This design comes from an exercise in tuning for small area on the open sky130 flow, not from production work. At most, simulation tests tie the RTL to the original design; equivalence was not proved.

==> zinc: inputs <==
// rdsp_acc_unit
module rdsp_acc_unit (
    input  wire        clk,
    input  wire        rst,
    input  wire        in_valid,
    input  wire [3:0]  in_op,
    input  wire [1:0]  in_ad,
    input  wire [1:0]  in_as,
    input  wire [31:0] in_s,
    input  wire [31:0] in_t,
    input  wire [31:0] in_x,
    input  wire [4:0]  in_sh,
    input  wire [1:0]  in_w,
    input  wire [4:0]  in_b,
    input  wire        in_sat,
    input  wire        clr_sticky,
    output reg         out_xv,
    output reg  [31:0] out_x,
    output reg         out_fv,
    output reg         out_z,
    output reg         out_n,
    output reg         out_av,
    output reg         out_lv
);
Settings: LEC_CHECK=0, CAP_MARGIN=20, CORE_MARGIN=2, CORE_UTILIZATION=40, PLACE_DENSITY=0.6, SLEW_MARGIN=20, SYNTH_HIERARCHICAL=1; clock period 12.0 ns.
standard.sh (not shown) runs the stock make flow with config.mk's settings and CLKGATE_MAP_FILE= SYNTH_SCRIPT=/design/flow/synth_recipe.tcl, a recipe that flattens the netlist after the stock synthesis.
==> flow/flow/run.sh <==
#!/bin/bash
# The standard layout (the standard.sh: standard synthesis, floorplan,
# placement, CTS, routing), with two changes:
#  - the buffers that placement puts on every input and output port are the
#    smallest buffer cell instead of the delay-cell buffer buffer_ports picks
#    by itself (timing repair still resizes them where timing needs it);
#  - CTS clusters up to 20 sinks within 80 um per leaf buffer and adds no
#    dummy loads to the clock tree's leaves.
# make's full output goes to standard.log here; ORFS keeps each step's log
# under orfs/logs/.
set -euo pipefail
export BUFFER_PORTS_ARGS="-buffer_cell sky130_fd_sc_hd__buf_1"
export CTS_ARGS="-sink_clustering_enable -repair_clock_nets -dont_use_dummy_load -sink_clustering_size 20 -sink_clustering_max_diameter 80"
bash standard.sh > standard.log 2>&1
==> amber (differences from zinc) <==
==> flow/run.sh (new file) <==
#!/bin/bash
# synth_recipe.tcl (not shown) runs the flow's synth.tcl, then flattens the netlist and writes it again
# the make line also repeats each setting of config.mk as NAME=value (left out here)
make -C /OpenROAD-flow-scripts/flow DESIGN_CONFIG=/design/flow/config.mk WORK_HOME=/design/flow/orfs CLKGATE_MAP_FILE= SYNTH_SCRIPT=/design/flow/synth_recipe.tcl finish
removed: flow/flow/run.sh
removed: flow/standard.sh
==> notes.md <==
status: complete, no violations
Cells after DPL: 4268
dpl hpwl: 111300 microns
first-pass GRT wire length: 199900 microns
DRT met1 WL: 57530 microns
The numbers above come from amber.

==> notes.md <==
status: complete, no violations
Cells after DPL: 4243
DRT met1 WL: 55630 microns
first-pass GRT wire length: 198200 microns
The numbers above come from zinc.


==> 04-12: inputs <==
rdsp_acc_unit, a different RTL version from the one above (not shown whole).
Settings: LEC_CHECK=0, CAP_MARGIN=20, CORE_MARGIN=2, CORE_UTILIZATION=40, PLACE_DENSITY=0.6, SLEW_MARGIN=20; clock period 12.0 ns.
run.sh (not shown) runs the stock make flow with config.mk's settings and CLKGATE_MAP_FILE= SYNTH_SCRIPT=/design/flow/synth_recipe.tcl, a recipe that flattens the netlist after the stock synthesis.
Stock flow here: none of the scripts above is used.
==> 07-24: changes against 04-12 <==
--- a/flow/design.v
+++ b/flow/design.v
@@ -86,15 +86,16 @@
     wire [15:0] s_h = in_s[31:16];
     wire use1 = is_mac && !op_mach;
     wire use2 = is_mac && !op_macl;
     wire [15:0] t1 = op_macx ? in_t[31:16] : (use1 ? in_t[15:0] : 16'd0);
     wire [15:0] t2 = op_macx ? in_t[15:0]  : (use2 ? in_t[31:16] : 16'd0);
     wire neg1 = op_msu;
     wire neg2 = op_msu | op_macd;
-    wire [40:0] shx = $signed({a_d, 1'b0}) >>> in_sh;
+    wire signed [40:0] shin = {a_d, 1'b0};
+    wire signed [40:0] shx = shin >>> in_sh;
     wire [39:0] shr = shx[40:1];
     wire        guard = shx[0];
     reg  [29:0] smask;
     integer k;
     always @(*) begin
         for (k = 0; k < 30; k = k + 1)
             smask[k] = (in_sh > k + 1);
==> flow_metrics.env <==
export IMPL_hold_viol_final=0
export IMPL_status="timing/DRC/antenna clean"
export IMPL_final_area_um2=39800
export IMPL_path_max_fanout=32
export IMPL_fmax_mhz=85.7
export IMPL_multi_input_area_um2=25200
export IMPL_worstSetupEndpoint="r_av"
export IMPL_use_met3=0.0619
export IMPL_wl_per_cell_um=29.9
export IMPL_buf_share=0.0814
export IMPL_crit_reg2reg_launch="zm[3]"
export IMPL_via_per_inst=6.35
export IMPL_ant_nets=0
That was 04-12.
==> flow_metrics.env <==
export IMPL_crit_reg2reg_launch="zm[3]"
export IMPL_final_area_um2=39800
export IMPL_path_max_fanout=32
export IMPL_buf_share=0.0814
export IMPL_fmax_mhz=85.7
export IMPL_ant_nets=0
export IMPL_worstSetupEndpoint="r_av"
export IMPL_status="timing/DRC/antenna clean"
That was 07-24.
No functional check of the RTL was part of 04-12.

==> inputs of job 4450 <==
rdsp_acc_unit with an RTL version that a note above also has.
export LEC_CHECK = 0
export CAP_MARGIN = 20
export CORE_MARGIN = 2
export CORE_UTILIZATION = 50
export PLACE_DENSITY = 0.7
export SLEW_MARGIN = 20
export SYNTH_HIERARCHICAL = 1
create_clock -name core_clock -period 12.0 [get_ports {clk}]
standard.sh (not shown) runs the stock make flow with config.mk's settings and CLKGATE_MAP_FILE= SYNTH_SCRIPT=/design/flow/synth_recipe.tcl, a recipe that flattens the netlist after the stock synthesis.
==> flow/flow/run.sh <==
#!/bin/bash
# The standard layout (the standard.sh: standard synthesis, floorplan,
# placement, CTS, routing), with two changes:
#  - the buffers that placement puts on every input and output port are the
#    smallest buffer cell instead of the delay-cell buffer buffer_ports picks
#    by itself (timing repair still resizes them where timing needs it);
#  - CTS clusters up to 20 sinks within 80 um per leaf buffer and adds no
#    dummy loads to the clock tree's leaves.
# make's full output goes to standard.log here; ORFS keeps each step's log
# under orfs/logs/.
set -euo pipefail
export BUFFER_PORTS_ARGS="-buffer_cell sky130_fd_sc_hd__buf_1"
export CTS_ARGS="-sink_clustering_enable -repair_clock_nets -dont_use_dummy_load -sink_clustering_size 20 -sink_clustering_max_diameter 80"
bash standard.sh > standard.log 2>&1
==> inputs of job 8874, as changes to job 4450 <==
==> flow/flow/run.sh (replaced) <==
#!/bin/bash
# The standard layout (the standard.sh: standard synthesis, floorplan,
# placement, CTS, routing), with one change: the buffers that placement puts
# on every input and output port are the smallest buffer cell instead of the
# delay cell buffer_ports picks by itself. Timing repair still resizes them
# where timing needs it. make's full output goes to standard.log here; ORFS
# keeps each step's log under orfs/logs/.
set -euo pipefail
export BUFFER_PORTS_ARGS="-buffer_cell sky130_fd_sc_hd__buf_1"
bash standard.sh > standard.log 2>&1
CORE_UTILIZATION = 40   (was 50)
PLACE_DENSITY = 0.6   (was 0.7)
==> results.json <==
{
  "design.die.area_um2": 77400,
  "holdPathEnd": "out_x[12]$_DFF_P_",
  "die_width_um": 278.2,
  "status": "finished clean",
  "grt_first_pass_wirelength_um": 198600,
  "routed_wirelength_um": 138500,
  "cts.reportedPaths.clkPinSlew_ps": 70,
  "postLayoutCoreUtil": 0.4488
}
(the above is from job 8874)
==> results.json <==
{
  "status": "finished clean",
  "cts.reportedPaths.clkPinSlew_ps": 80,
  "grt_first_pass_wirelength_um": 205700,
  "holdPathEnd": "out_n$_DFF_P_",
  "die_width_um": 249.3,
  "postLayoutCoreUtil": 0.5543,
  "routed_wirelength_um": 145200
}
(the above is from job 4450)

-- afterwards: timing with drivers on the ports --
In the flow no input, the clock included, has a driving cell. The finished layouts below were timed again as built, in two steps. Step 1: set_driving_cell puts a clkbuf_16 on clk and a buf_2 on each other input, an assumption about the parent block. Step 2 times the ports against the registers' clock, not the clock port: input delays grow and output delays shrink by t, the midpoint of the rising clock arrivals with the driver on. a / b / c = no drivers / after step 1 / after step 2; a / b = the first two.
run | t, ns | slack for setup (ns) | latest minus earliest clock arrival (ns) | worst register clock-pin slew, ns | pins driven straight from the clock port
zinc | 0.590 | 0.693 / 0.636 / 0.047 | 0.068 / 0.067 | 0.09 / 0.09 | 1
amber | 0.639 | 0.395 / 0.411 / -0.228 | 0.030 / 0.029 | 0.08 / 0.08 | 1
04-12 | 0.647 | 0.326 / 0.358 / -0.289 | 0.059 / 0.059 | 0.07 / 0.07 | 1
07-24 | 0.647 | 0.326 / 0.358 / -0.289 | 0.059 / 0.059 | 0.07 / 0.07 | 1
job 4450 | 0.581 | 0.533 / 0.562 / -0.018 | 0.065 / 0.065 | 0.09 / 0.09 | 1
job 8874 | 0.649 | 0.665 / 0.592 / -0.057 | 0.038 / 0.038 | 0.08 / 0.08 | 1
Met with ideal ports but missed after step 2: setup timing in 5 of these runs. The setup slack of job 8874, which loses most, moves by -0.073 ns with the drivers and by -0.722 ns with both steps.
